What follows belongs to an exercise in optimizing a design on an open flow for small area, a short achievable clock period and few clock cycles; a production flow would make more cautious choices.
Function was checked by simulation only, so behaviour that the tests miss may differ from the original.
No activity file was given, so power comes from the tool's default toggle rates.

## before
Design fondant_enc, start of the top module:
module fondant_enc (
    input  wire        clk,
    input  wire        rst,
    input  wire        cfg_commit,
    input  wire [2:0]  cfg_mode,
    input  wire [4:0]  cfg_k,
    input  wire [4:0]  cfg_kmin,
    input  wire [4:0]  cfg_kmax,
    input  wire [11:0] cfg_target,
    input  wire        start,
    output wire        start_ready,
    input  wire [4:0]  s_depth,
    input  wire [1:0]  s_plane,
    input  wire [3:0]  s_rows_m1,
    input  wire [5:0]  s_cols_m1,
    input  wire        pix_valid,
    output wire        pix_ready,
    input  wire [15:0] pix_data,
    output reg         word_valid,
    output reg  [31:0] word_data,
    output reg         done,
    output wire [63:0] done_hdr,
    output wire [15:0] done_code
);
    function lt21;
        input [20:0] a;
        input [20:0] b;
        integer k;
        reg r;
        begin
            r = 1'b0;
            for (k = 0; k < 21; k = k + 1)
                r = (~a[k] & b[k]) | ((~a[k] | b[k]) & r);
            lt21 = r;
        end
    endfunction
    reg               bud_r;     
    reg        [4:0]  kq;        
    reg        [4:0]  kmin_r;    
    reg        [4:0]  kmax_r;
    reg        [11:0] tgt_r;
    reg signed [19:0] bal;       
    reg        [9:0]  bfrac;     
    reg               cmt1;      
    reg        sr;               
    reg        busy;             
    assign start_ready = sr;
    assign pix_ready   = 1'b1;
    wire       st_x = start & sr;
    wire       fin1, last_r;
    wire       sr_nx = ~st_x & (sr | (last_r & ~bud_r) | (fin1 & bud_r));
    wire       bneg  = bal[19];
    wire       b_lt4 = bneg & ~lt21({2'b00, ~bal[18:0]}, {7'd0, tgt_r, 2'b00});
    wire       b_lt1 = bneg & ~lt21({2'b00, ~bal[18:0]}, {9'd0, tgt_r});
    wire       b_gt1 = ~bneg & lt21({9'd0, tgt_r}, {2'b00, bal[18:0]});
    wire [5:0] kup2 = {1'b0, kq} + 6'd2;
    wire [5:0] kup1 = {1'b0, kq} + 6'd1;
    reg  [4:0] k_sel;
  ...
==> flow/config.mk <==
export PLATFORM = sky130hd
export DESIGN_NAME = fondant_enc
export DESIGN_NICKNAME = fondant_enc
export VERILOG_FILES = /design/flow/design.v
export SDC_FILE = /design/flow/constraint.sdc
export NUM_CORES = 4
export LEC_CHECK = 0
export ABC_AREA = 1
export CAP_MARGIN = 20
export CORE_MARGIN = 2
export CORE_UTILIZATION = 60
export PLACE_DENSITY = 0.75
export SLEW_MARGIN = 20
==> flow/constraint.sdc <==
create_clock -name core_clock -period 36.0 [get_ports {clk}]
set_input_delay 7.2000 -clock core_clock [delete_from_list [all_inputs] [get_ports {clk}]]
set_output_delay 7.2000 -clock core_clock [all_outputs]
set_load 0.01 [all_outputs]
standard.sh (not shown) runs the stock make flow with config.mk's settings and CLKGATE_MAP_FILE= SYNTH_SCRIPT=/design/flow/synth_recipe.tcl, a recipe that flattens the netlist after the stock synthesis.
==> flow/flow/run.sh <==
#!/bin/bash
# Standard ORFS layout (the standard.sh, same synthesis script and
# registers) with these changes, all passed as ORFS variables:
#  - synthesis: no separate full/half-adder mapping, and ABC maps for area
#    with amap (flow/abc_area.script, used through a copy of ORFS's scripts
#    folder in which only that file differs)
#  - ports buffered with buf_2 instead of the default delay buffer
#  - clock tree: larger sink clusters, no dummy loads
#  - timing repair asked to leave 27.6 ns of setup slack (the SDC is unchanged)
set -e
rm -rf scripts_amap
cp -r "$FLOW_HOME/scripts" scripts_amap
cp flow/abc_area.script scripts_amap/abc_area.script
export SCRIPTS_DIR="$PWD/scripts_amap"
export ADDER_MAP_FILE=
export BUFFER_PORTS_ARGS="-buffer_cell sky130_fd_sc_hd__buf_2"
export CTS_ARGS="-sink_clustering_enable -repair_clock_nets -dont_use_dummy_load -sink_clustering_size 24 -sink_clustering_max_diameter 80"
export SETUP_SLACK_MARGIN=27.6
bash standard.sh > standard.log 2>&1
==> flow/flow/abc_area.script <==
strash
dch
amap
topo
stime -c
buffer -c
upsize -c
dnsize -c
Testbench counts of before, summed over its fixed seeds: cycles 330,152.
Setup changes, before to after
-- flow/design.v --
<<< before, line 48
    assign pix_ready   = 1'b1;
    wire       st_x = start & sr;
    wire       fin1, last_r;
    wire       sr_nx = ~st_x & (sr | (last_r & ~bud_r) | (fin1 & bud_r));
    wire       bneg  = bal[19];
    wire       b_lt4 = bneg & ~lt21({2'b00, ~bal[18:0]}, {7'd0, tgt_r, 2'b00});
>>> after, line 48
    assign pix_ready   = 1'b1;
    wire       st_x = start & sr;
    wire       fin1, fin2, last_r;
    wire       sr_nx = ~st_x & (sr | (last_r & ~bud_r) | fin2);
    wire       bneg  = bal[19];
    wire       b_lt4 = bneg & ~lt21({2'b00, ~bal[18:0]}, {7'd0, tgt_r, 2'b00});
<<< before, line 143
    wire       row0n = (ic == 4'd0);
    wire       col0n = (jc == 6'd0);
    wire        lt_lu = lt21({5'd0, c_r}, {5'd0, up_rd});
    wire [15:0] mn_lu = lt_lu ? c_r : up_rd;
    wire [15:0] mx_lu = lt_lu ? up_rd : c_r;
    wire        ge_mx = ~lt21({5'd0, u_r}, {5'd0, mx_lu});
    wire        le_mn = ~lt21({5'd0, mn_lu}, {5'd0, u_r});
    reg [15:0] pred_n;
    always @* begin
>>> after, line 143
    wire       row0n = (ic == 4'd0);
    wire       col0n = (jc == 6'd0);
    wire lt_dl = lt21({5'd0, u_r}, {5'd0, c_r});
    wire lt_du = lt21({5'd0, u_r}, {5'd0, up_rd});
    wire lt_ld = lt21({5'd0, c_r}, {5'd0, u_r});
    wire lt_ud = lt21({5'd0, up_rd}, {5'd0, u_r});
    wire lt_lu = lt21({5'd0, c_r}, {5'd0, up_rd});
    reg [15:0] pred_n;
    always @* begin
<<< before, line 154
        else if (col0n)
            pred_n = up_rd;
        else if (ge_mx)
            pred_n = mn_lu;
        else if (le_mn)
            pred_n = mx_lu;
        else
            pred_n = c_r + up_rd - u_r;
>>> after, line 154
        else if (col0n)
            pred_n = up_rd;
        else if (~lt_dl & ~lt_du)
            pred_n = lt_lu ? c_r : up_rd;
        else if (~lt_ld & ~lt_ud)
            pred_n = lt_lu ? up_rd : c_r;
        else
            pred_n = c_r + up_rd - u_r;
<<< before, line 245
        end
    end
    reg        fin1_r;
    assign fin1 = fin1_r;
    assign last_r = r_v & r_last;
    reg        bal_pend;
>>> after, line 245
        end
    end
    reg        fin1_r, fin2_r;
    assign fin1 = fin1_r;
    assign fin2 = fin2_r;
    assign last_r = r_v & r_last;
    reg        bal_pend;
<<< before, line 257
    reg [1:0] form_r;
    reg [4:0] hk_r;
    wire signed [19:0] size_fin = {8'd0, len_fin, 2'b00} + 20'sd8;
    wire signed [19:0] bal_sum  = bal - size_fin;
    wire signed [19:0] bal_lim  = {2'b00, tgt_r, 6'd0};
>>> after, line 258
    reg [1:0] form_r;
    reg [4:0] hk_r;
    wire signed [19:0] size_fin = {8'd0, len_r, 2'b00} + 20'sd8;
    wire signed [19:0] bal_sum  = bal - size_fin;
    wire signed [19:0] bal_lim  = {2'b00, tgt_r, 6'd0};
<<< before, line 323
        form_r <= alleq ? 2'd2 : coded ? 2'd0 : 2'd1;
        hk_r   <= (alleq || coded) ? kq : 5'd0;
        if (fin1 & bud_r) begin
            bal   <= bal_new;
            bfrac <= 10'd0;
>>> after, line 324
        form_r <= alleq ? 2'd2 : coded ? 2'd0 : 2'd1;
        hk_r   <= (alleq || coded) ? kq : 5'd0;
        if (fin2) begin
            bal   <= bal_new;
            bfrac <= 10'd0;
<<< before, line 365
            r_v        <= 1'b0;
            fin1_r     <= 1'b0;
            initp      <= 1'b0;
            cmt1       <= 1'b0;
>>> after, line 366
            r_v        <= 1'b0;
            fin1_r     <= 1'b0;
            fin2_r     <= 1'b0;
            initp      <= 1'b0;
            cmt1       <= 1'b0;
<<< before, line 383
            r_v   <= p_v;
            fin1_r <= r_v & r_last;
            initp <= s3_v & s3_m;
            cmt1  <= cfg_commit;
>>> after, line 385
            r_v   <= p_v;
            fin1_r <= r_v & r_last;
            fin2_r <= fin1 & bud_r;
            initp <= s3_v & s3_m;
            cmt1  <= cfg_commit;
Notes after the runs:
On setup slack: between after and before, it ends up lower for before.
Of after and before, before shows the higher post-layout utilization of the core, with after below it.
Number of flip-flops and latches: after vs before, no meaningful difference
Against before, cell area after technology mapping in after rose slightly.
The average vias per placed instance in after was lower than what before gave.
Compare after and before | synthesis-to-layout area growth higher: before
Fraction of power consumed by combinational cells: after < before
Area inside the core boundary: after vs before up 0.43%
The minimum hold slack in after was higher than what before gave.
All-layer global routing usage for after: 1.0 points down relative to before
In the flow results for after and before, the die height is smaller on before.
Compared with before, after shows a higher synthesized cell count.
Testbench counts of after, summed over its fixed seeds: cycles 330,304.

========
Another version of the RTL of fondant_enc (not shown whole).
Size: about 5600 cells after synthesis, about 1500 flip-flops, about 180 I/O pins, ~68000 um^2 of cells after synthesis.
Settings: LEC_CHECK=0, CAP_MARGIN=20, CORE_MARGIN=2, CORE_UTILIZATION=40, PLACE_DENSITY=0.6, SLEW_MARGIN=20; clock period 36.0 ns.
==> flow/flow/run.sh <==
#!/bin/bash
# Standard ORFS layout (the standard.sh) with three changes, all passed
# as ORFS variables:
#  - ports buffered with buf_2 instead of the default delay buffer
#  - clock tree: larger sink clusters, no dummy loads
#  - timing repair asked to leave 27.6 ns of setup slack (the SDC is unchanged)
export BUFFER_PORTS_ARGS="-buffer_cell sky130_fd_sc_hd__buf_2"
export CTS_ARGS="-sink_clustering_enable -repair_clock_nets -dont_use_dummy_load -sink_clustering_size 24 -sink_clustering_max_diameter 80"
export SETUP_SLACK_MARGIN=27.6
bash standard.sh > standard.log 2>&1
The starting point ran to the end with no violations.
Testbench counts at the start, summed over its fixed seeds: cycles 330,768.
Edit:
--- a/flow/design.v
+++ b/flow/design.v
@@ -224,38 +224,34 @@
                        lt21({15'd0, a_nx[ri +: 5], nzl[ri]}, {15'd0, n_nx, 1'b1});
         r_nx = bb_r[3:0] - 4'd1;
         for (ri = 15; ri >= 0; ri = ri - 1)
             if (cond[ri] && ri < bb_r) r_nx = ri[3:0];
     end
     reg [4:0] bb_s;
     integer bi;
     always @* begin
         bb_s = 5'd1;
         for (bi = 1; bi < 16; bi = bi + 1)
             if (mq_r[bi]) bb_s = bi[4:0] + 5'd1;
     end
-    reg [15:0] q_mm;
-    reg [4:0]  q_t;          
-    reg [5:0]  q_e1;
-    reg [4:0]  q_pc;
-    reg        q_emit, q_v, q_last;
     reg [30:0] acc;          
-    wire [31:0] rot = {16'd0, q_mm, 16'd0, q_mm} >> q_t;
+    wire        emit = total[6] | total[5];
+    wire [31:0] rot = {16'd0, mm, 16'd0, mm} >> total[4:0];
     reg  [31:0] wcur, wnxt;
     integer pi;
     always @* begin
         for (pi = 0; pi < 32; pi = pi + 1) begin
             wcur[31-pi] = ((pi < 31) ? acc[30-pi] : 1'b0)
-                        | ((pi >= q_pc) & ((pi < q_e1) | rot[31-pi]));
-            wnxt[31-pi] = (pi < q_pc) & (((pi + 32) < q_e1) | rot[31-pi]);
+                        | ((pi >= pc) & ((pi < e1) | rot[31-pi]));
+            wnxt[31-pi] = (pi < pc) & (((pi + 32) < e1) | rot[31-pi]);
         end
     end
     reg        fin1_r, fin2_r;
     assign fin1 = fin1_r;
     assign fin2 = fin2_r;
     reg        bal_pend;
     reg [15:0] first_code;
     wire [10:0] words_fin = wcnt;
     wire [9:0]  raw_w     = nb[14:5];
     wire        coded     = ~lt21({11'd0, raw_w}, {10'd0, words_fin});
     wire [9:0]  len_fin   = alleq ? 10'd1 : coded ? words_fin[9:0] : raw_w;
     reg [9:0] len_r;
@@ -299,41 +295,35 @@
         if (s3_v & s3_m)
             mq_r <= cx;
         if (p_v && p_first)
             first_code <= c_r;
         m_r     <= mval;
         r_first <= p_first;
         r_last  <= p_last;
         acnt <= a_nx;
         ncnt <= n_nx;
         r_r  <= r_nx;
         if (initp)
             bb_r <= bb_s;
-        q_mm   <= mm;
-        q_t    <= total[4:0];
-        q_e1   <= e1;
-        q_pc   <= pc;
-        q_emit <= total[6] | total[5];
-        q_last <= r_last;
         if (r_v) begin
             {bal, bfrac} <= {bal, bfrac} + {18'd0, tgt_r};
             nb <= nb + {10'd0, b_r};
             if (!r_first && m_r != 16'd0)
                 alleq <= 1'b0;
             pc <= total[4:0];
             if ((pc == 5'd0) | total[6] | (total[5] & (total[4:0] != 5'd0)))
                 wcnt <= wcnt + 11'd1;
         end
-        if (q_v) begin
-            if (q_emit)
+        if (r_v) begin
+            if (emit)
                 acc <= wnxt[31:1];
             else
                 acc <= wcur[31:1];
         end
         word_data <= fin1 ? {acc, 1'b0} : wcur;
         len_r  <= len_fin;
         form_r <= alleq ? 2'd2 : coded ? 2'd0 : 2'd1;
         hk_r   <= (alleq || coded) ? kq : 5'd0;
         if (fin2) begin
             bal   <= bal_new;
             bfrac <= 10'd0;
         end
@@ -365,50 +355,48 @@
             sr         <= 1'b1;
             busy       <= 1'b0;
             in_v       <= 1'b0;
             in_m       <= 1'b0;
             s1_v       <= 1'b0;
             s1_m       <= 1'b0;
             s2_v       <= 1'b0;
             s2_m       <= 1'b0;
             s3_v       <= 1'b0;
             s3_m       <= 1'b0;
             p_v        <= 1'b0;
             r_v        <= 1'b0;
-            q_v        <= 1'b0;
             fin1_r     <= 1'b0;
             fin2_r     <= 1'b0;
             initp      <= 1'b0;
             cmt1       <= 1'b0;
             word_valid <= 1'b0;
             done       <= 1'b0;
             bud_r      <= 1'b0;
             kq         <= 5'd0;
         end else begin
             in_v  <= st_x | pix_valid;
             in_m  <= st_x;
             s1_v  <= in_v;
             s1_m  <= in_m;
             s2_v  <= s1_v;
             s2_m  <= s1_m;
             s3_v  <= s2_v;
             s3_m  <= s2_m;
             p_v   <= adv;
             r_v   <= p_v;
-            q_v   <= r_v;
-            fin1_r <= q_v & q_last;
+            fin1_r <= r_v & r_last;
             fin2_r <= fin1 & bud_r;
             initp <= s3_v & s3_m;
             cmt1  <= cfg_commit;
-            word_valid <= (q_v & q_emit) | (fin1 & (pc != 5'd0));
+            word_valid <= (r_v & emit) | (fin1 & (pc != 5'd0));
             done  <= fin1;
             sr   <= sr_nx;
             busy <= ~sr_nx;
             if (cfg_commit) begin
                 bud_r  <= (cfg_mode == 3'd4);
                 kmin_r <= (cfg_mode == 3'd2) ? cfg_k :
                           (cfg_mode == 3'd4) ? cfg_kmin : 5'd0;
                 kmax_r <= cfg_kmax;
                 tgt_r  <= cfg_target;
             end
         end
     end
Die area falls by 1.5%.
Setup slack improves by 0.0084 ns.
Via count falls by 1.4%.
Final cell count falls by 1.6%.
Power falls by 1.4%.
Testbench counts after the change, summed over its fixed seeds: cycles 330,448.

========
## run 3
RTL: one of the versions met above, not the one the previous note started from.
For scale: roughly 6600 cells after synthesis, ~65000 µm² of cells after synthesis.
export LEC_CHECK = 0
export ABC_AREA = 1
export CAP_MARGIN = 20
export CORE_MARGIN = 2
export CORE_UTILIZATION = 65
export PLACE_DENSITY = 0.8
export SLEW_MARGIN = 20
create_clock -name core_clock -period 36.0 [get_ports {clk}]
==> flow/flow/run.sh <==
#!/bin/bash
# Standard ORFS layout (the standard.sh, same synthesis script and
# registers) with these changes, all passed as ORFS variables:
#  - synthesis: no separate full/half-adder mapping (ABC maps the adders)
#  - ports buffered with buf_2 instead of the default delay buffer
#  - clock tree: larger sink clusters, no dummy loads
#  - timing repair asked to leave 27.6 ns of setup slack (the SDC is unchanged)
export ADDER_MAP_FILE=
export BUFFER_PORTS_ARGS="-buffer_cell sky130_fd_sc_hd__buf_2"
export CTS_ARGS="-sink_clustering_enable -repair_clock_nets -dont_use_dummy_load -sink_clustering_size 24 -sink_clustering_max_diameter 80"
export SETUP_SLACK_MARGIN=27.6
bash standard.sh > standard.log 2>&1
Run 3 was carried through to the last stage, and its layout satisfied the timing, DRC and antenna checks.
Testbench counts of run 3, summed over its fixed seeds: cycles 330,448.
The inputs of run 4 differ from those of run 3 as listed below.
--- a/flow/design.v
+++ b/flow/design.v
@@ -41,20 +41,20 @@
     reg        [11:0] tgt_r;
     reg signed [19:0] bal;       
     reg        [9:0]  bfrac;     
     reg               cmt1;      
     reg        sr;               
     reg        busy;             
     assign start_ready = sr;
     assign pix_ready   = 1'b1;
     wire       st_x = start & sr;
-    wire       fin1, fin2;
-    wire       sr_nx = ~st_x & (sr | (fin1 & ~bud_r) | fin2);
+    wire       fin1, fin2, last_r;
+    wire       sr_nx = ~st_x & (sr | (last_r & ~bud_r) | fin2);
     wire       bneg  = bal[19];
     wire       b_lt4 = bneg & ~lt21({2'b00, ~bal[18:0]}, {7'd0, tgt_r, 2'b00});
     wire       b_lt1 = bneg & ~lt21({2'b00, ~bal[18:0]}, {9'd0, tgt_r});
     wire       b_gt1 = ~bneg & lt21({9'd0, tgt_r}, {2'b00, bal[18:0]});
     wire [5:0] kup2 = {1'b0, kq} + 6'd2;
     wire [5:0] kup1 = {1'b0, kq} + 6'd1;
     reg  [4:0] k_sel;
     always @* begin
         k_sel = kq;
@@ -86,30 +86,29 @@
     integer mi;
     always @* for (mi = 0; mi < 16; mi = mi + 1) maxv[mi] = (mi < s_depth);
     function [10:0] dstep;           
         input [5:0] rem_i;
         input [4:0] xb;
         input integer n;
         input [5:0] wv;
         reg   [5:0] rem;
         reg   [4:0] q;
-        reg   [6:0] t;
-        reg   [7:0] d;
+        reg   [6:0] s;
         integer j;
         begin
             rem = rem_i;
             q   = 5'd0;
             for (j = 4; j >= 0; j = j - 1) begin
                 if (j < n) begin
-                    t    = {rem, xb[j]};
-                    d    = {1'b0, t} - {2'b00, wv};
-                    q[j] = ~d[7];
-                    rem  = d[7] ? t[5:0] : d[5:0];
+                    s    = {1'b0, rem} - {2'b00, wv[5:1]} - {6'd0, ~xb[j]};
+                    q[j] = lt21({16'd0, wv[5:1]}, {15'd0, rem}) |
+                           ((rem == {1'b0, wv[5:1]}) & xb[j]);
+                    rem  = q[j] ? {s[4:0], ~xb[j]} : {rem[4:0], xb[j]};
                 end
             end
             dstep = {q, rem};
         end
     endfunction
     reg [5:0]  s1_rem, s2_rem, s3_rem;
     reg [4:0]  s1_q;
     reg [8:0]  s2_q;
     reg [12:0] s3_q;
@@ -242,18 +241,19 @@
         for (pi = 0; pi < 32; pi = pi + 1) begin
             wcur[31-pi] = ((pi < 31) ? acc[30-pi] : 1'b0)
                         | ((pi >= pc) & ((pi < e1) | rot[31-pi]));
             wnxt[31-pi] = (pi < pc) & (((pi + 32) < e1) | rot[31-pi]);
         end
     end
     reg        fin1_r, fin2_r;
     assign fin1 = fin1_r;
     assign fin2 = fin2_r;
+    assign last_r = r_v & r_last;
     reg        bal_pend;
     reg [15:0] first_code;
     wire [10:0] words_fin = wcnt;
     wire [9:0]  raw_w     = nb[14:5];
     wire        coded     = ~lt21({11'd0, raw_w}, {10'd0, words_fin});
     wire [9:0]  len_fin   = alleq ? 10'd1 : coded ? words_fin[9:0] : raw_w;
     reg [9:0] len_r;
     reg [1:0] form_r;
     reg [4:0] hk_r;
Notes after the runs:
- No run among run 3 and run 4 stopped early or left any final violation; all are clean.
- On worst hold slack, run 4 tracks run 3 almost exactly.
- Diff run 3 -> run 4: switching power as a share of total power now sits lower, routed wire length now sits higher, timing-limited maximum frequency now sits at about the same level, area of the die now sits lower, fraction of area in registers now sits higher.
Testbench counts of run 4, summed over its fixed seeds: cycles 330,304.

## static timing again, ports no longer ideal
The flow's constraints put no driver on any port. The routed layouts listed below were extracted and timed again, unchanged, in two steps.
Step 1: set_driving_cell puts a clkbuf_16 on clk and a buf_2 on each other input, an assumption about the parent block.
Step 2 times the ports against the registers' clock, not the clock port: input delays grow and output delays shrink by t, the midpoint of the rising clock arrivals with the driver on.
a / b / c = no drivers / after step 1 / after step 2; a / b = the first two.
run	t (ns)	slack for setup (ns)	latest minus earliest clock arrival (ns)	cell pins on the clock port's net
before	0.722	27.437 / 27.437 / 27.437	0.091 / 0.091	1
after	0.710	27.643 / 27.572 / 27.522	0.108 / 0.108	1
the first run of note 2	0.778	27.542 / 27.460 / 27.251	0.092 / 0.093	1
the second run of note 2	0.795	27.551 / 27.460 / 27.311	0.137 / 0.137	1
run 3	0.717	27.623 / 27.550 / 27.478	0.091 / 0.091	1
run 4	0.728	27.643 / 27.565 / 27.500	0.081 / 0.081	1
After both steps setup and hold are still met in every run listed. The setup slack of the first run of note 2, which loses most, moves by -0.082 ns with the drivers and by -0.291 ns with both steps.
